This design comes from an exercise in tuning for small area, a short achievable clock period and few clock cycles per item on the open sky130 flow, not from production work.
Where RTL was checked, it was by simulation tests only, not by an equivalence proof against the original.
Only the layout flow was run in runs 3 and 4; the RTL was not checked for function there.

==> design/flow/design.v <==
module beam_pulse (
    input  wire         clk,
    input  wire         rst,
    input  wire [12:0]  cfg_pitch,         
    input  wire [1:0]   cfg_just_mode,
    input  wire [1:0]   cfg_acc_init,
    input  wire [179:0] cfg_exp,           
    input  wire [191:0] cfg_wlaw,          
    input  wire         in_valid,
    output wire         in_ready,
    input  wire [14:0]  in_x,
    input  wire [3:0]   in_level,
    input  wire [3:0]   in_level_left,     
    input  wire [3:0]   in_level_right,    
    input  wire         in_frame_start,    
    input  wire [11:0]  in_fofs,           
    input  wire [11:0]  in_fgain,          
    output reg  [11:0]  node_addr_a,
    output reg  [11:0]  node_addr_b,
    input  wire [31:0]  node_data_a,
    input  wire [31:0]  node_data_b,
    output wire         out_valid,
    input  wire         out_ready,
    output reg  [12:0]  out_off,           
    output reg  [11:0]  out_gt,
    output reg  [4:0]   out_w,             
    output reg  [4:0]   out_j,             
    output reg  [20:0]  out_a,             
    output reg  [20:0]  out_e,             
    output reg  [1:0]   out_acc            
);
    wire [12:0] pitch_lim = (cfg_pitch < 13'd16)   ? 13'd16 :
                            (cfg_pitch > 13'd4096) ? 13'd4096 : cfg_pitch;
    reg  [12:0] p;
    always @(posedge clk) p <= pitch_lim;
    wire [12:0] h    = {1'b0, p[12:1]};              
    wire [12:0] pm1  = p - 13'd1;
    wire [12:0] cneg = {1'b0, pm1[12:1]};            
    wire [16:0] mp1 = {4'd0, p};
    wire [16:0] mp2 = {3'd0, p, 1'b0};
    wire [16:0] mp4 = {2'd0, p, 2'b0};
    wire [16:0] mp8 = {1'd0, p, 3'b0};
    wire [16:0] mp3 = mp1 + mp2;
    wire [16:0] mp5 = mp1 + mp4;
    wire [16:0] mp6 = mp2 + mp4;
    wire [16:0] mp7 = mp8 - mp1;
    reg  ov;
    wire stall = ov & ~out_ready;
    reg  [15:0] x_p;
    reg  [12:0] pitch_p;                 
    reg  [12:0] fr_p;                    
    reg  [11:0] k_p;                     
    reg         pv;
    reg  [3:0]  cnt;
    reg         apred;                   
    wire [12:0] fr16   = fr_p + 13'd16;
    wire        wrap   = fr16 >= p;
    wire [12:0] fr_adv = wrap ? fr16 - p : fr16;
    wire        k_last = &k_p;
    wire [11:0] k_adv  = (k_last | ~wrap) ? k_p : k_p + 12'd1;
    wire [11:0] k_adv1 = k_adv + 12'd1;
    wire [11:0] k_p1   = k_p + 12'd1;
    wire [13:0] dv_t  = {fr_p, k_p[11]};
    wire        dv_ge = dv_t >= {1'b0, p};
    wire [13:0] dv_r  = dv_ge ? dv_t - {1'b0, p} : dv_t;
    localparam [2:0] R1_EMPTY = 3'd0, R1_WAIT = 3'd1, R1_DIV = 3'd2, R1_CONS = 3'd3,
                     R1_FETCH = 3'd4, R1_READY = 3'd5;
    reg  [2:0]  r1_st;
    reg  [12:0] r1_fr;
    reg  [11:0] r1_k;
    reg         r1_last;
    reg  [3:0]  r1_lv;
    reg  [1:0]  r1_jsel;                 
    reg         r1_fs;
    reg  [11:0] r1_fofs, r1_fgain;
    reg         r2v, r2ok;
    reg  [12:0] r2_aof;                  
    reg  [11:0] r2_ag;                   
    reg  [12:0] r2_dmo, r2_dmg;          
    reg         r2_sgo, r2_sgg;          
    reg  [12:0] r2_fr;
    reg  [1:0]  r2_jt;                   
    reg         r2_wz;                   
    reg  [3:0]  r2_lv;
    reg         r2_fs;
    reg  [11:0] r2_fgain;
    reg         r3v, r4v, r5v;
    wire drained = ~r2v & ~r3v & ~r4v & ~r5v;
    localparam [2:0] E_IDLE = 3'd0, E_MUL = 3'd1, E_ADDC = 3'd2, E_DIV = 3'd3, E_WR = 3'd4;
    reg  [2:0]  e_st;
    reg         e_g;                     
    wire        eng_req = r2v & ~r2ok;
    wire        r2_take = ~r2v | (r2ok & ~stall);
    wire        r1_ready = r1_st == R1_READY;
    wire        r1_adv   = r1_ready & r2_take;
    assign in_ready = (r1_st == R1_EMPTY) | r1_adv;
    wire        take = in_valid & in_ready;
    wire        hit  = pv & ~eng_req & ({1'b0, in_x} == x_p) & (cfg_pitch == pitch_p);
    wire signed [11:0] n_oa = node_data_a[31:20];
    wire signed [11:0] n_ob = node_data_b[31:20];
    wire [11:0] n_ga  = node_data_a[19:8];
    wire [11:0] n_gb  = node_data_b[19:8];
    wire        n_cen = node_data_a[2];
    wire        n_stp = node_data_a[1];
    wire        n_msk = node_data_a[0];
    wire signed [12:0] d_o = {n_ob[11], n_ob} - {n_oa[11], n_oa};
    wire signed [12:0] d_g = {1'b0, n_gb} - {1'b0, n_ga};
    wire [12:0] m_o = d_o[12] ? -d_o : d_o;
    wire [12:0] m_g = d_g[12] ? -d_g : d_g;
    wire        useint = ~r1_last & ~n_stp;
    wire        dsmall  = (m_o <= 13'd8) & (m_g <= 13'd8);
    wire [12:0] aof_n  = {n_oa[11], n_oa} + {r1_fofs[11], r1_fofs};
    reg  [1:0]  jt_n;
    always @(*) begin
        if (n_cen || cfg_just_mode == 2'd1) jt_n = 2'd2;
        else if (cfg_just_mode == 2'd2)     jt_n = 2'd0;
        else if (cfg_just_mode == 2'd3)     jt_n = 2'd1;
        else if (r1_jsel[1])                jt_n = 2'd0;
        else if (r1_jsel[0])                jt_n = 2'd1;
        else                                jt_n = 2'd2;
    end
    wire [12:0] e_dm   = e_g ? r2_dmg : r2_dmo;
    wire        e_sg   = e_g ? r2_sgg : r2_sgo;
    wire [24:0] e_acc  = {fr_p, k_p};
    wire        e_bit  = e_dm[cnt];
    wire [24:0] e_mul  = {e_acc[23:0], 1'b0} + (e_bit ? {12'd0, r2_fr} : 25'd0);
    wire [24:0] e_addc = e_acc + {12'd0, e_sg ? cneg : h};
    wire [12:0] e_base = e_g ? {1'b0, r2_ag} : r2_aof;
    wire [12:0] e_res  = e_sg ? e_base - {1'b0, k_p} : e_base + {1'b0, k_p};
    always @(posedge clk) begin
        if (rst) begin
            r1_st  <= R1_EMPTY;
            pv     <= 1'b0;
            apred  <= 1'b0;
            e_st   <= E_IDLE;
            r2v    <= 1'b0;
        end else begin
            case (r1_st)
                R1_EMPTY, R1_READY: begin
                    if (r1_st == R1_READY && !r1_adv) begin
                        node_addr_a <= r1_k;
                        node_addr_b <= r1_k + 12'd1;
                        apred       <= 1'b0;
                        if (apred) r1_st <= R1_FETCH;
                    end else if (take) begin
                        r1_lv    <= in_level;
                        r1_jsel  <= {in_level_left > in_level_right, in_level_right > in_level_left};
                        r1_fs    <= in_frame_start;
                        r1_fofs  <= in_fofs;
                        r1_fgain <= in_fgain;
                        if (hit) begin
                            r1_fr   <= fr_p;
                            r1_k    <= k_p;
                            r1_last <= k_last;
                            x_p     <= x_p + 16'd1;
                            fr_p    <= fr_adv;
                            k_p     <= k_adv;
                            if (apred) begin
                                node_addr_a <= k_adv;
                                node_addr_b <= k_adv1;
                                r1_st       <= R1_READY;
                            end else begin
                                node_addr_a <= k_p;
                                node_addr_b <= k_p1;
                                r1_st       <= R1_FETCH;
                            end
                            apred <= apred;
                        end else begin
                            x_p     <= {1'b0, in_x};
                            pitch_p <= cfg_pitch;
                            pv      <= 1'b0;
                            apred   <= 1'b0;
                            r1_st   <= R1_WAIT;
                        end
                    end else begin
                        node_addr_a <= k_p;
                        node_addr_b <= k_p1;
                        apred       <= 1'b1;
                        r1_st       <= R1_EMPTY;
                    end
                end
                R1_WAIT: begin
                    if (drained) begin
                        if ({6'd0, x_p[14:8]} >= p) begin
                            k_p   <= 12'hFFF;
                            fr_p  <= 13'd0;
                            r1_st <= R1_CONS;
                        end else begin
                            fr_p  <= {6'd0, x_p[14:8]};
                            k_p   <= {x_p[7:0], 4'd0};
                            cnt   <= 4'd0;
                            r1_st <= R1_DIV;
                        end
                    end
                end
                R1_DIV: begin
                    fr_p <= dv_r[12:0];
                    k_p  <= {k_p[10:0], dv_ge};
                    cnt  <= cnt + 4'd1;
                    if (cnt == 4'd11) r1_st <= R1_CONS;
                end
                R1_CONS: begin
                    r1_fr       <= fr_p;
                    r1_k        <= k_p;
                    r1_last     <= k_last;
                    x_p         <= x_p + 16'd1;
                    fr_p        <= fr_adv;
                    k_p         <= k_adv;
                    pv          <= 1'b1;
                    node_addr_a <= k_p;
                    node_addr_b <= k_p1;
                    r1_st       <= R1_FETCH;
                end
                R1_FETCH: begin
                    node_addr_a <= k_p;
                    node_addr_b <= k_p1;
                    apred       <= 1'b1;
                    r1_st       <= R1_READY;
                end
                default: r1_st <= R1_EMPTY;
            endcase
            if (r2_take)
                r2v <= r1_adv;
            case (e_st)
                E_IDLE: begin
                    if (eng_req) begin
                        fr_p <= 13'd0;
                        k_p  <= 12'd0;
                        cnt  <= 4'd12;
                        e_g  <= 1'b0;
                        pv   <= 1'b0;
                        e_st <= E_MUL;
                    end
                end
                E_MUL: begin
                    {fr_p, k_p} <= e_mul;
                    cnt <= cnt - 4'd1;
                    if (cnt == 4'd0) e_st <= E_ADDC;
                end
                E_ADDC: begin
                    {fr_p, k_p} <= e_addc;
                    cnt  <= 4'd0;
                    e_st <= E_DIV;
                end
                E_DIV: begin
                    fr_p <= dv_r[12:0];
                    k_p  <= {k_p[10:0], dv_ge};
                    cnt  <= cnt + 4'd1;
                    if (cnt == 4'd11) e_st <= E_WR;
                end
                E_WR: begin
                    fr_p <= 13'd0;
                    k_p  <= 12'd0;
                    cnt  <= 4'd12;
                    e_g  <= 1'b1;
                    e_st <= e_g ? E_IDLE : E_MUL;
                end
                default: e_st <= E_IDLE;
            endcase
        end
    end
    always @(posedge clk) begin
        if (r2_take) begin
            r2_aof   <= aof_n;
            r2_ag    <= n_ga;
            r2_dmo   <= useint ? m_o : 13'd0;
            r2_dmg   <= useint ? m_g : 13'd0;
            r2_sgo   <= d_o[12];
            r2_sgg   <= d_g[12];
            r2ok     <= ~useint | dsmall;
            r2_fr    <= r1_fr;
            r2_jt    <= jt_n;
            r2_wz    <= (r1_lv == 4'd0) | n_msk;
            r2_lv    <= r1_lv;
            r2_fs    <= r1_fs;
            r2_fgain <= r1_fgain;
        end else if (e_st == E_WR) begin
            if (e_g) begin
                r2_ag  <= e_res[11:0];
                r2_dmg <= 13'd0;
                r2ok   <= 1'b1;
            end else begin
                r2_aof <= e_res;
                r2_dmo <= 13'd0;
            end
        end
    end
    wire [16:0] n_o = r2_dmo[3:0] * r2_fr + {4'd0, r2_sgo ? cneg : h};
    wire [16:0] n_g = r2_dmg[3:0] * r2_fr + {4'd0, r2_sgg ? cneg : h};
    function [3:0] qcount;
        input [16:0] n;
        input [16:0] a1, a2, a3, a4, a5, a6, a7, a8;
        begin
            qcount = {3'd0, n >= a1} + {3'd0, n >= a2} + {3'd0, n >= a3} + {3'd0, n >= a4}
                   + {3'd0, n >= a5} + {3'd0, n >= a6} + {3'd0, n >= a7} + {3'd0, n >= a8};
        end
    endfunction
    wire [3:0]  q_o = qcount(n_o, mp1, mp2, mp3, mp4, mp5, mp6, mp7, mp8);
    wire [3:0]  q_g = qcount(n_g, mp1, mp2, mp3, mp4, mp5, mp6, mp7, mp8);
    wire [12:0] off_n  = r2_sgo ? r2_aof - {9'd0, q_o} : r2_aof + {9'd0, q_o};
    wire [11:0] gain_n = r2_sgg ? r2_ag - {8'd0, q_g} : r2_ag + {8'd0, q_g};
    reg  [12:0] r3_off;
    reg  [11:0] r3_gain;
    reg  [1:0]  r3_jt;
    reg         r3_wz;
    reg  [3:0]  r3_lv;
    reg         r3_fs;
    reg  [11:0] r3_fgain;
    always @(posedge clk) begin
        if (rst)
            r3v <= 1'b0;
        else if (!stall)
            r3v <= r2v & r2ok;
        if (!stall) begin
            r3_off   <= off_n;
            r3_gain  <= gain_n;
            r3_jt    <= r2_jt;
            r3_wz    <= r2_wz;
            r3_lv    <= r2_lv;
            r3_fs    <= r2_fs;
            r3_fgain <= r2_fgain;
        end
    end
    reg  [1:0]  acc;
    wire [23:0] gprod = r3_gain * r3_fgain;
    wire [12:0] gtr   = gprod[23:11] + {12'd0, gprod[10]};
    wire [11:0] gt_n  = gtr[12] ? 12'd4095 : gtr[11:0];
    wire [1:0]  acc_in = r3_fs ? cfg_acc_init : acc;
    wire [2:0]  t_sum  = {1'b0, acc_in} + {1'b0, r3_off[1:0]};
    wire [191:0] exp_tab = {cfg_exp, 12'd0};
    wire [11:0] exp_l = exp_tab[12*r3_lv +: 12];
    reg  [12:0] r4_off;
    reg  [11:0] r4_gt;
    reg  [1:0]  r4_acc;
    reg         r4_cy;
    reg  [1:0]  r4_jt;
    reg         r4_wz;
    reg  [11:0] r4_exp;
    always @(posedge clk) begin
        if (rst) begin
            r4v <= 1'b0;
            acc <= 2'd0;
        end else if (!stall) begin
            r4v <= r3v;
            if (r3v) acc <= t_sum[1:0];
        end
        if (!stall) begin
            r4_off <= r3_off;
            r4_gt  <= gt_n;
            r4_acc <= t_sum[1:0];
            r4_cy  <= t_sum[2];
            r4_jt  <= r3_jt;
            r4_wz  <= r3_wz;
            r4_exp <= exp_l;
        end
    end
    wire [23:0] eprod = r4_exp * r4_gt;
    wire [12:0] er    = eprod[23:11] + {12'd0, eprod[10]};
    wire [11:0] e_val = er[12] ? 12'd4095 : er[11:0];
    integer i;
    reg [4:0] wcount;
    always @(*) begin
        wcount = 5'd0;
        for (i = 0; i < 16; i = i + 1)
            if (e_val >= cfg_wlaw[12*i +: 12])
                wcount = wcount + 5'd1;
    end
    reg  [12:0] r5_off;
    reg  [11:0] r5_gt;
    reg  [1:0]  r5_acc;
    reg         r5_cy;
    reg  [1:0]  r5_jt;
    reg  [4:0]  r5_w;
    always @(posedge clk) begin
        if (rst)
            r5v <= 1'b0;
        else if (!stall)
            r5v <= r4v;
        if (!stall) begin
            r5_off <= r4_off;
            r5_gt  <= r4_gt;
            r5_acc <= r4_acc;
            r5_cy  <= r4_cy;
            r5_jt  <= r4_jt;
            r5_w   <= r4_wz ? 5'd0 : wcount;
        end
    end
    reg  [14:0] x_g;
    wire [4:0]  j_right  = 5'd16 - r5_w;
    wire [4:0]  j_n      = r5_jt == 2'd0 ? 5'd0 : r5_jt == 2'd1 ? j_right : {1'b0, j_right[4:1]};
    wire signed [11:0] sh = $signed(r5_off[12:2]) + $signed({11'd0, r5_cy});
    wire signed [20:0] a_n = $signed({2'b0, x_g, 4'd0}) + $signed({16'd0, j_n})
                           + {{9{sh[11]}}, sh};
    wire signed [20:0] e_n = a_n + $signed({16'd0, r5_w});
    always @(posedge clk) begin
        if (r1_st == R1_CONS)
            x_g <= x_p[14:0];
        else if (r5v && !stall)
            x_g <= x_g + 15'd1;
    end
    always @(posedge clk) begin
        if (rst)
            ov <= 1'b0;
        else if (!stall)
            ov <= r5v;
        if (!stall) begin
            out_off <= r5_off;
            out_gt  <= r5_gt;
            out_w   <= r5_w;
            out_j   <= j_n;
            out_a   <= a_n;
            out_e   <= e_n;
            out_acc <= r5_acc;
        end
    end
    assign out_valid = ov;
endmodule
==> design/flow/run.sh <==
#!/bin/bash
# synth_recipe.tcl (not shown) runs the flow's synth.tcl, then flattens the netlist and writes it again
# the make line also repeats each setting of config.mk as NAME=value (left out here)
make -C /OpenROAD-flow-scripts/flow DESIGN_CONFIG=/design/flow/config.mk WORK_HOME=/design/flow/orfs CLKGATE_MAP_FILE= SYNTH_SCRIPT=/design/flow/synth_recipe.tcl finish
==> design/flow/config.mk <==
export PLATFORM = sky130hd
export DESIGN_NAME = beam_pulse
export DESIGN_NICKNAME = beam_pulse
export VERILOG_FILES = /design/flow/design.v
export SDC_FILE = /design/flow/constraint.sdc
export NUM_CORES = 4
export LEC_CHECK = 0
export ABC_CLOCK_PERIOD_IN_PS = 7000
export CAP_MARGIN = 20
export CORE_MARGIN = 2
export CORE_UTILIZATION = 40
export PLACE_DENSITY = 0.6
export SLEW_MARGIN = 20
==> design/flow/constraint.sdc <==
create_clock -name core_clock -period 16.0 [get_ports {clk}]
set_input_delay 3.2000 -clock core_clock [delete_from_list [all_inputs] [get_ports {clk}]]
set_output_delay 3.2000 -clock core_clock [all_outputs]
set_load 0.01 [all_outputs]
==> metrics.cfg, run 1 <==
[critical_path]
cp-start-kind=flop
cp-end-kind=flop
crit_path_frequent_cell=a21oi_2
critical_path_class=flop to flop
crit_required_ns=16.38
slowest_delay_ns=0.59
crit_path_top_delay_cell=fa_1
cp_max_fo=6
crit_arrival_ns=16.13

[timing]
skew_ns=0.0874
finalHoldViolCount=0
max_freq_mhz=63.5
maxSlewViolCount=0
rsz0062_at_grt=yes
worst_pin_slew_ns=1.10
setup_viol=0
tns_ns=0
post-route-period-util=0.985
period_minus_slack_ns=15.76
relSlewSlack=0.265
fin_ws_ns=0.244
hold_ws_ns=0.400

[die]
die_y_um=377
num_rows=136
die_w_um=377
die_area_um2=142000
core_area_um2=138000
boundaryPins=614
start_util=0.404

[global_route]
grt_overflow_total=0
grt_first_pass_wirelength_mm=272
antenna_found_initial=29
track_usage=0.247
grt_max_degree=80
first_global_vias=46300

[logic_synthesis]
syn-cell-area_um2=55600
ys.flop_type=edfxtp_1
synthTopCellsByArea=edfxtp_1 24%, ha_1 19%, fa_1 10%
yosysWarnings=1
ys_seq_area_frac=0.250
synth.top_cell.area_share=0.240
syn_avg_cell_area_um2=9.31
syn_nets=7608
synth_edf_count=444
synth-async-reset-ratio=0
ys_seq_elements=472
synth_top_cell_by_area=edfxtp_1
synth.distinct_cells=94
synth_cells=5967

[drt]
drc_errors=0
dr.first_iter.drc_count=2857
viasPerCell=5.42
dr.pass1.iters=5
postRouteAntennaNets=0
drt_wl_total_mm=179
vias=46200
wl_per_cell_um=21.0

[cells_and_area]
layout.nets=8304
layout_common_cells=828 x ha_1, 753 x inv_1, 600 x clkdlybuf4s50_1
final_cells=8527
final_area_um2=67400
area_growth_pct=21.3
mostFrequentLayoutCell=ha_1
layout-drive-gt1-share=0.0811

[placed_design]
io_buffer_count=600
gp_congestion=0.956
dp_cells=8365
pre_cts_slack_ns=-0.515
place_area_um2=64800
dp.final_hpwl_mm=145

[clocking]
path_clk_slew_ns=0.06
cts_made_buffers=55
cts-htree-levels=2
cts_buffer_depth=3
cts_tree=yes
root_buffer=clkbuf_16
cts_sinks=472
insertion_delay_ns=0.70

[run_status]
status=complete, no violations

[min_path]
min_path_type=flop to flop

[flow_run]
maxCapViolations=0

## sequential cells by signal, indices dropped and copies added (netlist names), 13 cells and up
| name | flops |
|---|---|
| pitch_p | 13 |
| out_a | 21 |
| r3_off | 13 |
| x_g | 15 |
| r4_off | 13 |
| r2_dmg | 13 |
| fr_p | 13 |
| r2_fr | 13 |
| x_p | 16 |
| out_off | 13 |
| r1_fr | 13 |
| p | 13 |
| r5_off | 13 |
| r2_dmo | 13 |
| out_e | 21 |
| r2_aof | 13 |
## routing by layer
layer	global-route usage	routed length, µm	vias to the layer above
li1	-	-	22200
met1	0.308	74000	22500
met2	0.431	87700	1303
met3	0.0404	11000	267
met4	0.0820	6200	10
met5	0	64	-
## kinds of logic after synthesis
| family | count (synthesis) | synth area share |
|---|---|---|
| XOR/XNOR | 482 | 0.0786 |
| buffers and inverters | 965 | 0.0654 |
| adder cells (fa/ha/maj) | 1136 | 0.295 |
| flip-flops | 472 | 0.250 |
| multiplexers | 123 | 0.0353 |
| AND/OR/NAND/NOR | 1589 | 0.139 |
| AO/OA/AOI/OAI | 1200 | 0.137 |
## cell type report
cell class | instances | area [µm²]
multi-input combinational | 4530 | 38600
tap | 1794 | 2240
clock inverter | 38 | 359
inverter | 767 | 2890
timing repair buffer | 837 | 7850
sequential | 472 | 13900
fill | 12800 | 70300
antenna | 23 | 57.6
clock buffer | 66 | 1520
## per-stage QoR
stage	utilization
2_1_floorplan	-
3_3_place_gp	0.470
3_5_place_dp	0.470
4_1_cts	0.485
5_1_grt	0.489
6_report	0.489
## timing repair
item                                    4_1_cts  5_1_grt
pin swaps                                    24       91
setup buffers                                12       23
hold endpoints to repair                      0        0
hold buffers                                  0        0
endpoints found under the setup margin        3        4
resized for setup                            29       72
## worst paths after layout
path	cells after the start	start	end	slack (ns)
setup / recovery	80	r4_exp[3]	r5_w[4]	0.24
hold / removal	0	r5_gt[1]	out_gt[1]	0.40
setup reg to reg	80	r4_exp[3]	r5_w[4]	0.24
hold reg to reg	0	r5_gt[1]	out_gt[1]	0.40
## synthesized netlist by cell type, types with 13 or more instances
| cell type | n |
|---|---|
| xor2_1 | 141 |
| and3_1 | 40 |
| nand4_1 | 65 |
| dfxtp_1 | 28 |
| o31ai_1 | 18 |
| mux2_2 | 30 |
| o22ai_1 | 22 |
| nor4_1 | 25 |
| clkbuf_1 | 184 |
| a221oi_1 | 13 |
| a211oi_1 | 27 |
| mux2i_1 | 37 |
| nand2_1 | 548 |
| o211ai_1 | 33 |
| or3_1 | 22 |
| a21oi_1 | 340 |
| fa_1 | 288 |
| a221o_1 | 13 |
| inv_1 | 762 |
| and2_1 | 179 |
| nor2_1 | 292 |
| a22o_1 | 13 |
| o21ai_0 | 298 |
| o221ai_1 | 21 |
| mux4_2 | 55 |
| o21bai_1 | 62 |
| a21boi_0 | 28 |
| a21o_1 | 119 |
| nand3_1 | 105 |
| ha_1 | 844 |
| nor3_1 | 68 |
| xnor2_1 | 332 |
| edfxtp_1 | 444 |
| o21a_1 | 74 |
| nand2b_1 | 93 |
| nor2b_1 | 90 |
| a31oi_1 | 17 |
## critical path, delay by kind of cell (launching register included)
family	cells	cell delay (ns)
flip-flops	1	0.53
multiplexers	3	0.75
XOR/XNOR	7	1.14
adder cells (fa/ha/maj)	17	5.39
AO/OA/AOI/OAI	24	3.89
AND/OR/NAND/NOR	23	3.24
buffers and inverters	6	0.53
Testbench counts, summed over its fixed seeds: cycles 1,768, items 1,600.
==> run 2, diff against run 1 <==
--- a/design/flow/config.mk
+++ b/design/flow/config.mk
@@ -6,5 +6,4 @@
 export NUM_CORES = 4
 export LEC_CHECK = 0
-export ABC_CLOCK_PERIOD_IN_PS = 7000
 export CAP_MARGIN = 20
 export CORE_MARGIN = 2
==> metrics.cfg, run 2 <==
[timing]
tns_ns=0
hold_ws_ns=0.400
post-route-period-util=0.985
maxSlewViolCount=0
max_freq_mhz=63.5
setup_viol=0
finalHoldViolCount=0
worst_pin_slew_ns=1.10
relSlewSlack=0.265
period_minus_slack_ns=15.76
skew_ns=0.0874
rsz0062_at_grt=yes

[cells_and_area]
layout_common_cells=828 x ha_1, 753 x inv_1, 600 x clkdlybuf4s50_1
mostFrequentLayoutCell=ha_1
layout-drive-gt1-share=0.0811
biggestRegsByFlops=out_a x21, out_e x21, x_p x16
final_area_um2=67400
final_util=0.489
fillers=12800
final_cells=8527
layout.nets=8304
area_growth_pct=21.3

[drt]
drt-met1-wl_mm=74.0
wl_met2_mm=87.7
dr.pass1.iters=5
wl_per_cell_um=21.0
postRouteAntennaNets=0
top_layer=met5
dr.first_iter.drc_count=2857
vias=46200
viasPerCell=5.42
wl_met3_mm=11.0
drt_wl_total_mm=179
drc_errors=0

[run_status]
status=complete, no violations

[global_route]
track_usage=0.247
grt_max_degree=80
antenna_found_initial=29
first_global_vias=46300
grt_overflow_total=0
grt_first_pass_wirelength_mm=272

[logic_synthesis]
synth_cells=5967
syn_nets=7608
synth.distinct_cells=94
ys_seq_elements=472
yosysWarnings=1
ys_seq_area_frac=0.250
synth_top_cell_by_area=edfxtp_1
syn_avg_cell_area_um2=9.31
synth.top_cell.area_share=0.240
syn-cell-area_um2=55600
synth_common_cells=844 x ha_1, 762 x inv_1, 548 x nand2_1
synth.most_common_cell=ha_1
synth-async-reset-ratio=0
synthTopCellsByArea=edfxtp_1 24%, ha_1 19%, fa_1 10%
synth_edf_count=444
ys.flop_type=edfxtp_1

[placed_design]
gp_congestion=0.956
dp_cells=8365
io_buffer_count=600
dp.final_hpwl_mm=145
place_area_um2=64800

[critical_path]
slowest_delay_ns=0.59
cp-end-kind=flop
crit_path_top_delay_cell=fa_1
rr_worst_depth=80
cp-start-kind=flop
crit_path_frequent_cell=a21oi_2
critical_path_buf_inv_count=6
critical_path_class=flop to flop
cp_max_fo=6
crit_required_ns=16.38
critical_path.top_delay_family=adder cells
crit_arrival_ns=16.13
cp.depth=80

[clocking]
cts_tree=yes
cts_buffer_depth=3
path_clk_slew_ns=0.06
cts-htree-levels=2
root_buffer=clkbuf_16
cts_sinks=472
cts_made_buffers=55
insertion_delay_ns=0.70

[die]
core_area_um2=138000
die_y_um=377
boundaryPins=614
start_util=0.404
die_w_um=377
num_rows=136
die_area_um2=142000

[min_path]
min_path_type=flop to flop
whs_path_depth=0

[flow_run]
maxCapViolations=0

[run 2: cells by family (layout without fill, tap and decap cells)]
kind of cell / after synthesis / after routing / synth area share
compound gates: 1200 / 1200 / 0.137
xor+xnor: 482 / 482 / 0.0786
fa+ha+maj: 1136 / 1136 / 0.295
buf+inv: 965 / 1708 / 0.0654
flops: 472 / 472 / 0.250
mux: 123 / 123 / 0.0353
other cells: 0 / 23 / 0
simple gates: 1589 / 1589 / 0.139
[run 2: path summary, 6_finish.rpt]
check	startpoint	end	slack [ns]
worst max-delay path	r4_exp[3]	r5_w[4]	0.24
worst min-delay path	r5_gt[1]	out_gt[1]	0.40
worst min register to register	r5_gt[1]	out_gt[1]	0.40
worst max register to register	r4_exp[3]	r5_w[4]	0.24
[run 2: through the flow]
step	worst slack, ns
after floorplan	0.0218
after global placement	-0.383
after detailed placement	-0.515
after CTS	0.00598
after global routing	-0.627
final	0.244
[run 2: per-layer routing]
metal | vias to the layer above | track usage
met4 | 10 | 0.0820
met3 | 267 | 0.0404
li1 | 22200 | -
met2 | 1303 | 0.431
met1 | 22500 | 0.308
met5 | - | 0
[run 2: cell type report]
cell class                      instances  area [µm²]  share of cell area
Antenna cell                           23        57.6            0.000854
Clock buffer                           66        1520              0.0226
Clock inverter                         38         359             0.00533
Inverter                              767        2890              0.0429
Multi-Input combinational cell       4530       38600               0.572
Sequential cell                       472       13900               0.206
Tap cell                             1794        2240              0.0333
Timing Repair Buffer                  837        7850               0.117
[run 2: repair_timing]
action | in CTS | in global routing
hold endpoints to repair | 0 | 0
hold buffers | 0 | 0
pin swaps | 24 | 91
buffers inserted | 12 | 23
gates resized for setup | 29 | 72
endpoints found under the setup margin | 3 | 4
==> run 3, diff against run 2 <==
--- a/design/flow/design.v
+++ b/design/flow/design.v
@@ -77,5 +77,6 @@
     reg  [12:0] r2_aof;                  
     reg  [11:0] r2_ag;                   
-    reg  [12:0] r2_dmo, r2_dmg;          
+    reg  [12:0] r2_do, r2_dg;            
+    reg  [3:0]  r2_mo, r2_mg;            
     reg         r2_sgo, r2_sgg;          
     reg  [12:0] r2_fr;
@@ -106,8 +107,11 @@
     wire signed [12:0] d_o = {n_ob[11], n_ob} - {n_oa[11], n_oa};
     wire signed [12:0] d_g = {1'b0, n_gb} - {1'b0, n_ga};
-    wire [12:0] m_o = d_o[12] ? -d_o : d_o;
-    wire [12:0] m_g = d_g[12] ? -d_g : d_g;
+    wire [4:0]  d5_o = d_o[4:0];
+    wire [4:0]  d5_g = d_g[4:0];
+    wire [3:0]  m4_o = d5_o[4] ? 4'd0 - d5_o[3:0] : d5_o[3:0];
+    wire [3:0]  m4_g = d5_g[4] ? 4'd0 - d5_g[3:0] : d5_g[3:0];
     wire        useint = ~r1_last & ~n_stp;
-    wire        dsmall  = (m_o <= 13'd8) & (m_g <= 13'd8);
+    wire        dsmall  = ((d_o[12:3] == 10'd0) | (d_o == 13'd8) | (d_o[12:3] == 10'h3FF))
+                        & ((d_g[12:3] == 10'd0) | (d_g == 13'd8) | (d_g[12:3] == 10'h3FF));
     wire [12:0] aof_n  = {n_oa[11], n_oa} + {r1_fofs[11], r1_fofs};
     reg  [1:0]  jt_n;
@@ -120,6 +124,7 @@
         else                                jt_n = 2'd2;
     end
-    wire [12:0] e_dm   = e_g ? r2_dmg : r2_dmo;
-    wire        e_sg   = e_g ? r2_sgg : r2_sgo;
+    wire [12:0] e_d    = e_g ? r2_dg : r2_do;
+    wire        e_sg   = e_d[12];
+    wire [12:0] e_dm   = e_sg ? 13'd0 - e_d : e_d;
     wire [24:0] e_acc  = {fr_p, k_p};
     wire        e_bit  = e_dm[cnt];
@@ -264,8 +269,10 @@
             r2_aof   <= aof_n;
             r2_ag    <= n_ga;
-            r2_dmo   <= useint ? m_o : 13'd0;
-            r2_dmg   <= useint ? m_g : 13'd0;
-            r2_sgo   <= d_o[12];
-            r2_sgg   <= d_g[12];
+            r2_do    <= useint ? d_o : 13'd0;
+            r2_dg    <= useint ? d_g : 13'd0;
+            r2_mo    <= useint ? m4_o : 4'd0;
+            r2_mg    <= useint ? m4_g : 4'd0;
+            r2_sgo   <= d5_o[4];
+            r2_sgg   <= d5_g[4];
             r2ok     <= ~useint | dsmall;
             r2_fr    <= r1_fr;
@@ -278,14 +285,16 @@
             if (e_g) begin
                 r2_ag  <= e_res[11:0];
-                r2_dmg <= 13'd0;
+                r2_dg  <= 13'd0;
+                r2_mg  <= 4'd0;
                 r2ok   <= 1'b1;
             end else begin
                 r2_aof <= e_res;
-                r2_dmo <= 13'd0;
+                r2_do  <= 13'd0;
+                r2_mo  <= 4'd0;
             end
         end
     end
-    wire [16:0] n_o = r2_dmo[3:0] * r2_fr + {4'd0, r2_sgo ? cneg : h};
-    wire [16:0] n_g = r2_dmg[3:0] * r2_fr + {4'd0, r2_sgg ? cneg : h};
+    wire [16:0] n_o = r2_mo * r2_fr + {4'd0, r2_sgo ? cneg : h};
+    wire [16:0] n_g = r2_mg * r2_fr + {4'd0, r2_sgg ? cneg : h};
     function [3:0] qcount;
         input [16:0] n;
@@ -298,6 +307,14 @@
     wire [3:0]  q_o = qcount(n_o, mp1, mp2, mp3, mp4, mp5, mp6, mp7, mp8);
     wire [3:0]  q_g = qcount(n_g, mp1, mp2, mp3, mp4, mp5, mp6, mp7, mp8);
-    wire [12:0] off_n  = r2_sgo ? r2_aof - {9'd0, q_o} : r2_aof + {9'd0, q_o};
-    wire [11:0] gain_n = r2_sgg ? r2_ag - {8'd0, q_g} : r2_ag + {8'd0, q_g};
+    wire [4:0]  lo_o  = r2_sgo ? {1'b0, r2_aof[3:0]} - {1'b0, q_o} : {1'b0, r2_aof[3:0]} + {1'b0, q_o};
+    wire [8:0]  hi_o  = r2_aof[12:4];
+    wire [8:0]  hi_op = hi_o + 9'd1;
+    wire [8:0]  hi_om = hi_o - 9'd1;
+    wire [12:0] off_n = {lo_o[4] ? (r2_sgo ? hi_om : hi_op) : hi_o, lo_o[3:0]};
+    wire [4:0]  lo_g  = r2_sgg ? {1'b0, r2_ag[3:0]} - {1'b0, q_g} : {1'b0, r2_ag[3:0]} + {1'b0, q_g};
+    wire [7:0]  hi_g  = r2_ag[11:4];
+    wire [7:0]  hi_gp = hi_g + 8'd1;
+    wire [7:0]  hi_gm = hi_g - 8'd1;
+    wire [11:0] gain_n = {lo_g[4] ? (r2_sgg ? hi_gm : hi_gp) : hi_g, lo_g[3:0]};
     reg  [12:0] r3_off;
     reg  [11:0] r3_gain;
@@ -323,7 +340,6 @@
     end
     reg  [1:0]  acc;
-    wire [23:0] gprod = r3_gain * r3_fgain;
-    wire [12:0] gtr   = gprod[23:11] + {12'd0, gprod[10]};
-    wire [11:0] gt_n  = gtr[12] ? 12'd4095 : gtr[11:0];
+    wire [24:0] gprod = r3_gain * r3_fgain + 25'd1024;
+    wire [11:0] gt_n  = {12{gprod[24] | gprod[23]}} | gprod[22:11];
     wire [1:0]  acc_in = r3_fs ? cfg_acc_init : acc;
     wire [2:0]  t_sum  = {1'b0, acc_in} + {1'b0, r3_off[1:0]};
@@ -355,15 +371,6 @@
         end
     end
-    wire [23:0] eprod = r4_exp * r4_gt;
-    wire [12:0] er    = eprod[23:11] + {12'd0, eprod[10]};
-    wire [11:0] e_val = er[12] ? 12'd4095 : er[11:0];
-    integer i;
-    reg [4:0] wcount;
-    always @(*) begin
-        wcount = 5'd0;
-        for (i = 0; i < 16; i = i + 1)
-            if (e_val >= cfg_wlaw[12*i +: 12])
-                wcount = wcount + 5'd1;
-    end
+    wire [24:0] eprod = r4_exp * r4_gt + 25'd1024;
+    wire [11:0] e_val = {12{eprod[24] | eprod[23]}} | eprod[22:11];
     reg  [12:0] r5_off;
     reg  [11:0] r5_gt;
@@ -371,5 +378,6 @@
     reg         r5_cy;
     reg  [1:0]  r5_jt;
-    reg  [4:0]  r5_w;
+    reg         r5_wz;
+    reg  [11:0] r5_e;
     always @(posedge clk) begin
         if (rst)
@@ -383,14 +391,19 @@
             r5_cy  <= r4_cy;
             r5_jt  <= r4_jt;
-            r5_w   <= r4_wz ? 5'd0 : wcount;
+            r5_wz  <= r4_wz;
+            r5_e   <= e_val;
         end
     end
+    integer i;
+    reg [15:0] wge;
+    always @(*)
+        for (i = 0; i < 16; i = i + 1)
+            wge[i] = r5_e >= cfg_wlaw[12*i +: 12];
+    wire [4:0] wcount = wge[0] + wge[1] + wge[2] + wge[3] + wge[4] + wge[5] + wge[6] + wge[7]
+                      + wge[8] + wge[9] + wge[10] + wge[11] + wge[12] + wge[13] + wge[14] + wge[15];
+    wire [4:0] w_n = r5_wz ? 5'd0 : wcount;
     reg  [14:0] x_g;
-    wire [4:0]  j_right  = 5'd16 - r5_w;
-    wire [4:0]  j_n      = r5_jt == 2'd0 ? 5'd0 : r5_jt == 2'd1 ? j_right : {1'b0, j_right[4:1]};
     wire signed [11:0] sh = $signed(r5_off[12:2]) + $signed({11'd0, r5_cy});
-    wire signed [20:0] a_n = $signed({2'b0, x_g, 4'd0}) + $signed({16'd0, j_n})
-                           + {{9{sh[11]}}, sh};
-    wire signed [20:0] e_n = a_n + $signed({16'd0, r5_w});
+    wire [20:0] s_n  = {2'b0, x_g, 4'd0} + {{9{sh[11]}}, sh};      
     always @(posedge clk) begin
         if (r1_st == R1_CONS)
@@ -399,4 +412,6 @@
             x_g <= x_g + 15'd1;
     end
+    reg  [1:0]  out_jt;
+    reg  [20:0] out_s;
     always @(posedge clk) begin
         if (rst)
@@ -407,11 +422,22 @@
             out_off <= r5_off;
             out_gt  <= r5_gt;
-            out_w   <= r5_w;
-            out_j   <= j_n;
-            out_a   <= a_n;
-            out_e   <= e_n;
+            out_w   <= w_n;
+            out_jt  <= r5_jt;
+            out_s   <= s_n;
             out_acc <= r5_acc;
         end
     end
+    wire [4:0]  j_right = 5'd16 - out_w;
+    always @(*)
+        out_j = out_jt == 2'd0 ? 5'd0 : out_jt == 2'd1 ? j_right : {1'b0, j_right[4:1]};
+    wire [4:0]  jw   = out_j + out_w;
+    wire [5:0]  sa   = {1'b0, out_s[4:0]} + {1'b0, out_j};
+    wire [5:0]  se   = {1'b0, out_s[4:0]} + {1'b0, jw};
+    wire [15:0] s_h  = out_s[20:5];
+    wire [15:0] s_h1 = s_h + 16'd1;
+    always @(*) begin
+        out_a = {sa[5] ? s_h1 : s_h, sa[4:0]};
+        out_e = {se[5] ? s_h1 : s_h, se[4:0]};
+    end
     assign out_valid = ov;
 endmodule
==> metrics.cfg, run 3 <==
[global_route]
track_usage=0.252
first_global_vias=44700
grt_max_degree=121
grt_overflow_total=0
antenna_found_initial=20
grt_first_pass_wirelength_mm=267

[critical_path]
cp_max_fo=13
rr_worst_depth=42
cp-end-kind=flop
crit_arrival_ns=11.94
worstSetupEndpoint=r3_gain[10]
crit_path_top_delay_cell=dfxtp_1
critical_path_class=flop to flop
slowest_delay_ns=0.74
critPathLaunch=p[2]
r2r_start=p[2]
regToRegEndpoint=r3_gain[10]
reg2reg_slack_ns=4.44
crit_required_ns=16.38
cp-start-kind=flop

[logic_synthesis]
synth.distinct_cells=94
synth.top_cell.area_share=0.242
synthTopCellsByArea=edfxtp_1 24%, ha_1 19%, fa_1 11%
synth_top_family_by_area=adder cells
ys_seq_elements=462
synthSimpleGateAreaFrac=0.139
synth_fa_ha_area_frac=0.307
synth-async-reset-ratio=0
yosysWarnings=1
synth_cells=5712
synth.most_common_cell=ha_1
syn_avg_cell_area_um2=9.44
syn-cell-area_um2=53900
synth_edf_count=434
ys_seq_area_frac=0.252
synth_common_cells=837 x ha_1, 675 x inv_1, 505 x nand2_1
synth_mux_area_frac=0.0339
synth_compound_area_frac=0.143
syn_nets=7362
synthXorXnorAreaFrac=0.0646
synth_top_cell_by_area=edfxtp_1
ys.flop_type=edfxtp_1

[clocking]
cts-htree-levels=2
cts_made_buffers=56
hold_buffers=0
path_clk_slew_ns=0.06
post_cts_buffers=0
insertion_delay_ns=0.70
cts_buffer_depth=3
root_buffer=clkbuf_16
cts_sinks=462
cts_resized=0
cts_tree=yes

[timing]
post-route-period-util=0.723
fin_ws_ns=4.44
rsz0062_at_grt=no
setup_viol=0
worst_pin_slew_ns=1.15
period_minus_slack_ns=11.56
relSlewSlack=0.228
max_freq_mhz=86.5
tns_ns=0
finalHoldViolCount=0
maxSlewViolCount=0
skew_ns=0.0866

[min_path]
min_from=r2_fgain[8]
min_path_type=flop to flop

[drt]
viasPerCell=5.49
dr.first_iter.drc_count=2949
dr.pass1.iters=6
drt_wl_total_mm=177
vias=44500
postRouteAntennaNets=0
drc_errors=0
wl_per_cell_um=21.8

[cells_and_area]
layout_common_cells=837 x ha_1, 674 x inv_1, 600 x clkdlybuf4s50_1
final_util=0.480
biggestRegsByFlops=out_s x21, x_p x16, x_g x15
largest_register_ffs=21
fillers=12600
layout-drive-gt1-share=0.0500
layout.nets=7920
regMostFlops=out_s
final_cells=8095
area_growth_pct=18.9
mostFrequentLayoutCell=ha_1

[placed_design]
dp.final_hpwl_mm=142
dp_cells=7980
io_buffer_count=600
pre_cts_slack_ns=4.66
gp_congestion=0.937

[die]
core_area_um2=134000
die_area_um2=138000
start_util=0.404
num_rows=134
boundaryPins=614
die_w_um=371
die_y_um=371

[flow_run]
maxCapViolations=0

[run_status]
status=complete, no violations

run 3: cell types whose count changed in the layout (fill, tap and decap cells not counted), sizes merged, moves of 42 or more:
cell | previous run | this run
buf | 237 | 86
o21ai | 305 | 262
nand2 | 549 | 505
a21o | 119 | 161
xnor2 | 334 | 271
inv | 769 | 686
run 3: cells by family (layout without fill, tap and decap cells):
kind of cell,Yosys count,after routing
flip-flops,462,462
AND/OR/NAND/NOR,1531,1531
multiplexers,118,118
adder cells (fa/ha/maj),1142,1142
other,0,9
buffers and inverters,865,1471
XOR/XNOR,398,398
AO/OA/AOI/OAI,1196,1196
run 3: how the worst min path moves through the flow:
stage | endpoint | slack (ns) | cells after the start
final | r3_fgain[8] | 0.37 | 0
after CTS | r3_fgain[8] | 0.36 | 0
after global routing | r3_lv[0] | 0.38 | 0
after floorplan | out_acc[0] | 0.40 | 0
after global placement | r3_lv[0] | 0.40 | 0
after detailed placement | r3_fgain[9] | 0.40 | 0
run 3: cell type report:
| cell class | count | area (µm²) | area share |
|---|---|---|---|
| Sequential cell | 462 | 13600 | 0.212 |
| Timing Repair Buffer | 686 | 6660 | 0.104 |
| Antenna cell | 9 | 22.5 | 0.000351 |
| Multi-Input combinational cell | 4385 | 37200 | 0.579 |
| Clock buffer | 74 | 1600 | 0.0250 |
| Clock inverter | 32 | 327 | 0.00509 |
| Tap cell | 1768 | 2210 | 0.0345 |
| Inverter | 679 | 2560 | 0.0399 |
run 3: critical path, delay by kind of cell, from the launching register on:
kind / cells / cell delay, ns
flops: 1 / 0.74
fa+ha+maj: 11 / 3.87
compound gates: 14 / 3.94
xor+xnor: 2 / 0.38
simple gates: 5 / 0.42
mux: 1 / 0.34
buf+inv: 9 / 1.55
run 3: stage by stage:
step | hold slack (ns) | instance area [µm²]
after CTS | 0.362 | 64100
final | 0.367 | 64100
after floorplan | 0.400 | 53900
after global routing | 0.378 | 64100
after global placement | 0.400 | 62200
after detailed placement | 0.405 | 62200
run 3: metal layers:
layer | wire (µm) | track usage | part of all wire | up-vias
li1 | - | - | - | 21200
met1 | 73200 | 0.317 | 0.41 | 21700
met2 | 84500 | 0.433 | 0.48 | 1319
met3 | 12500 | 0.0484 | 0.071 | 277
met4 | 6250 | 0.0844 | 0.035 | 10
met5 | 69 | 0 | 0.00039 | -
==> run 4, diff against run 3 <==
--- a/design/flow/design.v
+++ b/design/flow/design.v
@@ -35,6 +35,8 @@
     always @(posedge clk) p <= pitch_lim;
     wire [12:0] h    = {1'b0, p[12:1]};              
+    reg  [11:0] cneg_r;                              
     wire [12:0] pm1  = p - 13'd1;
-    wire [12:0] cneg = {1'b0, pm1[12:1]};            
+    always @(posedge clk) cneg_r <= pm1[12:1];
+    wire [12:0] cneg = {1'b0, cneg_r};
     wire [16:0] mp1 = {4'd0, p};
     wire [16:0] mp2 = {3'd0, p, 1'b0};
@@ -48,5 +50,4 @@
     wire stall = ov & ~out_ready;
     reg  [15:0] x_p;
-    reg  [12:0] pitch_p;                 
     reg  [12:0] fr_p;                    
     reg  [11:0] k_p;                     
@@ -97,5 +98,5 @@
     assign in_ready = (r1_st == R1_EMPTY) | r1_adv;
     wire        take = in_valid & in_ready;
-    wire        hit  = pv & ~eng_req & ({1'b0, in_x} == x_p) & (cfg_pitch == pitch_p);
+    wire        hit  = pv & ~eng_req & ({1'b0, in_x} == x_p) & (pitch_lim == p);
     wire signed [11:0] n_oa = node_data_a[31:20];
     wire signed [11:0] n_ob = node_data_b[31:20];
@@ -173,8 +174,10 @@
                         end else begin
                             x_p     <= {1'b0, in_x};
-                            pitch_p <= cfg_pitch;
+                            fr_p    <= {6'd0, in_x[14:8]};
+                            k_p     <= {in_x[7:0], 4'd0};
+                            cnt     <= 4'd0;
                             pv      <= 1'b0;
                             apred   <= 1'b0;
-                            r1_st   <= R1_WAIT;
+                            r1_st   <= (drained & ~r1_adv) ? R1_DIV : R1_WAIT;
                         end
                     end else begin
@@ -187,21 +190,26 @@
                 R1_WAIT: begin
                     if (drained) begin
-                        if ({6'd0, x_p[14:8]} >= p) begin
-                            k_p   <= 12'hFFF;
-                            fr_p  <= 13'd0;
-                            r1_st <= R1_CONS;
-                        end else begin
-                            fr_p  <= {6'd0, x_p[14:8]};
-                            k_p   <= {x_p[7:0], 4'd0};
-                            cnt   <= 4'd0;
-                            r1_st <= R1_DIV;
-                        end
+                        fr_p  <= {6'd0, x_p[14:8]};
+                        k_p   <= {x_p[7:0], 4'd0};
+                        cnt   <= 4'd0;
+                        r1_st <= R1_DIV;
                     end
                 end
                 R1_DIV: begin
-                    fr_p <= dv_r[12:0];
-                    k_p  <= {k_p[10:0], dv_ge};
-                    cnt  <= cnt + 4'd1;
-                    if (cnt == 4'd11) r1_st <= R1_CONS;
+                    if (cnt == 4'd0 && {6'd0, x_p[14:8]} >= p) begin
+                        k_p         <= 12'hFFF;
+                        node_addr_a <= 12'hFFF;
+                        node_addr_b <= 12'h000;
+                        r1_st       <= R1_CONS;
+                    end else begin
+                        fr_p <= dv_r[12:0];
+                        k_p  <= {k_p[10:0], dv_ge};
+                        cnt  <= cnt + 4'd1;
+                        if (cnt == 4'd11) begin
+                            node_addr_a <= {k_p[10:0], dv_ge};
+                            node_addr_b <= {k_p[10:0], dv_ge} + 12'd1;
+                            r1_st       <= R1_CONS;
+                        end
+                    end
                 end
                 R1_CONS: begin
@@ -213,7 +221,8 @@
                     k_p         <= k_adv;
                     pv          <= 1'b1;
-                    node_addr_a <= k_p;
-                    node_addr_b <= k_p1;
-                    r1_st       <= R1_FETCH;
+                    node_addr_a <= k_adv;
+                    node_addr_b <= k_adv1;
+                    apred       <= 1'b1;
+                    r1_st       <= R1_READY;
                 end
                 R1_FETCH: begin
@@ -263,4 +272,6 @@
                 default: e_st <= E_IDLE;
             endcase
+            if (pitch_lim != p)
+                pv <= 1'b0;
         end
     end
@@ -301,6 +312,9 @@
         input [16:0] a1, a2, a3, a4, a5, a6, a7, a8;
         begin
-            qcount = {3'd0, n >= a1} + {3'd0, n >= a2} + {3'd0, n >= a3} + {3'd0, n >= a4}
-                   + {3'd0, n >= a5} + {3'd0, n >= a6} + {3'd0, n >= a7} + {3'd0, n >= a8};
+            qcount[3] = n >= a8;
+            qcount[2] = (n >= a4) & ~(n >= a8);
+            qcount[1] = ((n >= a2) & ~(n >= a4)) | ((n >= a6) & ~(n >= a8));
+            qcount[0] = ((n >= a1) & ~(n >= a2)) | ((n >= a3) & ~(n >= a4))
+                      | ((n >= a5) & ~(n >= a6)) | ((n >= a7) & ~(n >= a8));
         end
     endfunction
==> metrics.cfg, run 4 <==
[global_route]
first_global_vias=45700
top_usage_layer=met2
grt_use_met3=0.0404
grt_first_pass_wirelength_mm=278
grt_overflow_total=0
grt_max_degree=76
antenna_found_initial=12
track_usage=0.258
met1_usage=0.341
grtUsageMet2=0.432

[cells_and_area]
fillers=12800
mostFrequentLayoutCell=ha_1
final_cells=8295
area_growth_pct=18.7
largest_register_ffs=21
layout.nets=8094
layout-drive-gt1-share=0.0481
biggestRegsByFlops=out_s x21, x_p x16, x_g x15
regMostFlops=out_s
layout_common_cells=829 x ha_1, 702 x inv_1, 600 x clkdlybuf4s50_1

[timing]
rsz0062_at_grt=no
relSlewSlack=0.189
post-route-period-util=0.615
hold_ws_ns=0.387
maxSlewViolCount=0
skew_ns=0.0606
period_minus_slack_ns=9.84
setup_viol=0
tns_ns=0
finalHoldViolCount=0
worst_pin_slew_ns=1.21
max_freq_mhz=102

[clocking]
post_cts_buffers=0
cts_tree=yes
cts_made_buffers=54
cts_sinks=461
cts-htree-levels=2
insertion_delay_ns=0.68
path_clk_slew_ns=0.06
hold_buffers=0
root_buffer=clkbuf_16
cts_resized=0
cts_buffer_depth=3

[drt]
drt_wl_total_mm=182
dr.first_iter.drc_count=3847
vias=46100
dr.pass1.iters=9
wl_per_cell_um=22.0
drc_errors=0
postRouteAntennaNets=0
viasPerCell=5.55

[logic_synthesis]
syn-cell-area_um2=54500
yosysWarnings=1
synth.distinct_cells=88
ys_seq_elements=461
ys_seq_area_frac=0.247
syn_avg_cell_area_um2=9.21
synth_cells=5915
synth_top_cell_by_area=edfxtp_1
synth.most_common_cell=ha_1
synth-async-reset-ratio=0
synth.top_cell.area_share=0.232
synth_common_cells=829 x ha_1, 703 x inv_1, 576 x nand2_1
synth_edf_count=421
syn_nets=7549
ys.flop_type=edfxtp_1
synthTopCellsByArea=edfxtp_1 23%, ha_1 19%, fa_1 11%

[flow_run]
maxCapViolations=0

[critical_path]
crit_arrival_ns=10.22
critical_path.top_delay_family=adder cells
crit_required_ns=16.38
cp-start-kind=flop
critical_path_buf_inv_count=4
cp_max_fo=13
crit_path_top_delay_cell=xor2_1
reg2reg_slack_ns=6.16
slowest_delay_ns=0.90
critical_path_class=flop to flop
cp-end-kind=flop

[die]
num_rows=135
die_w_um=373
die_area_um2=139000
start_util=0.403
boundaryPins=614
core_area_um2=135000
die_y_um=373

[placed_design]
gp_congestion=0.937
io_buffer_count=600
dp_cells=8185
dp.final_hpwl_mm=147

[min_path]
min_path_type=flop to flop

[run_status]
status=complete, no violations

run 4: changes by cell type in the layout (fill, tap and decap cells not counted), moves of 13 or more:
cell,previous run,this run
o21a_1,57,34
a211oi_1,52,35
xor2_1,127,144
inv_1,674,702
o21ai_0,254,332
nand4_1,50,36
nand2_1,505,576
edfxtp_1,434,421
xnor2_1,267,238
a21o_1,161,184
mux2i_1,32,51
run 4: through the flow:
step / setup slack [ns] / area (µm²) / utilization
after detailed placement: 6.48 / 62700 / 0.463
after floorplan: 4.15 / 54500 / -
after global routing: 5.58 / 64700 / 0.478
after global placement: 6.49 / 62700 / 0.463
after CTS: 6.38 / 64700 / 0.478
final: 6.16 / 64700 / 0.478
run 4: kinds of logic (layout without fill, tap and decap cells):
| family | count (synthesis) | count (layout) | synth area share |
|---|---|---|---|
| multiplexers | 130 | 130 | 0.0358 |
| AO/OA/AOI/OAI | 1291 | 1291 | 0.151 |
| XOR/XNOR | 383 | 383 | 0.0616 |
| flip-flops | 461 | 461 | 0.247 |
| other | 0 | 8 | 0 |
| AND/OR/NAND/NOR | 1616 | 1616 | 0.143 |
| buffers and inverters | 909 | 1500 | 0.0628 |
| adder cells (fa/ha/maj) | 1125 | 1125 | 0.299 |
run 4: final timing paths:
check                                 start  cells after the start          end
worst max-delay path               r2_mg[1]                     32  r3_gain[10]
worst min-delay path            r1_fgain[3]                      0  r2_fgain[3]
worst max register to register     r2_mg[1]                     32  r3_gain[10]
worst min register to register  r1_fgain[3]                      0  r2_fgain[3]
run 4: layer usage:
layer	routed length, µm	vias to the layer above	part of all wire
li1	-	21800	-
met1	77900	22400	0.43
met2	85400	1589	0.47
met3	13000	283	0.071
met4	6040	6	0.033
met5	41	-	0.00022
run 4: layout make-up:
cell class / instances / area [µm²] / share of cell area
Clock inverter: 32 / 479 / 0.00741
Tap cell: 1781 / 2230 / 0.0344
Antenna cell: 8 / 20.0 / 0.000309
Clock buffer: 70 / 1490 / 0.0230
Inverter: 706 / 2660 / 0.0411
Timing Repair Buffer: 692 / 6700 / 0.104
Sequential cell: 461 / 13400 / 0.208
Multi-Input combinational cell: 4545 / 37700 / 0.583

what the ideal ports hide:
The flow's constraints put no driver on any port. The routed layouts listed below were extracted and timed again, unchanged, in two steps.
Step 1 (the two cells are an assumption about what drives the block):
set clk [get_ports {clk}]
set_driving_cell -lib_cell sky130_fd_sc_hd__clkbuf_16 $clk
set_driving_cell -lib_cell sky130_fd_sc_hd__buf_2 [delete_from_list [all_inputs] $clk]
Step 2 also shifts input and output timing later by t, the mid clock arrival at the registers, as if the neighbouring blocks saw the same clock.
a / b / c = ideal ports / drivers / drivers and shift; a / b = the first two.
run | t, ns | setup slack, ns | worst setup path at the end | worst register clock-pin slew, ns | pins driven straight from the clock port
run 1 | 0.731 | 0.244 / 0.244 / 0.244 | register to register | 0.08 / 0.08 | 1
run 2 | 0.731 | 0.244 / 0.244 / 0.244 | register to register | 0.08 / 0.08 | 1
run 3 | 0.726 | 4.436 / 4.436 / 4.436 | register to register | 0.07 / 0.07 | 1
run 4 | 0.732 | 6.161 / 6.161 / 6.161 | register to register | 0.07 / 0.07 | 1
After both steps every run listed still meets setup and hold.
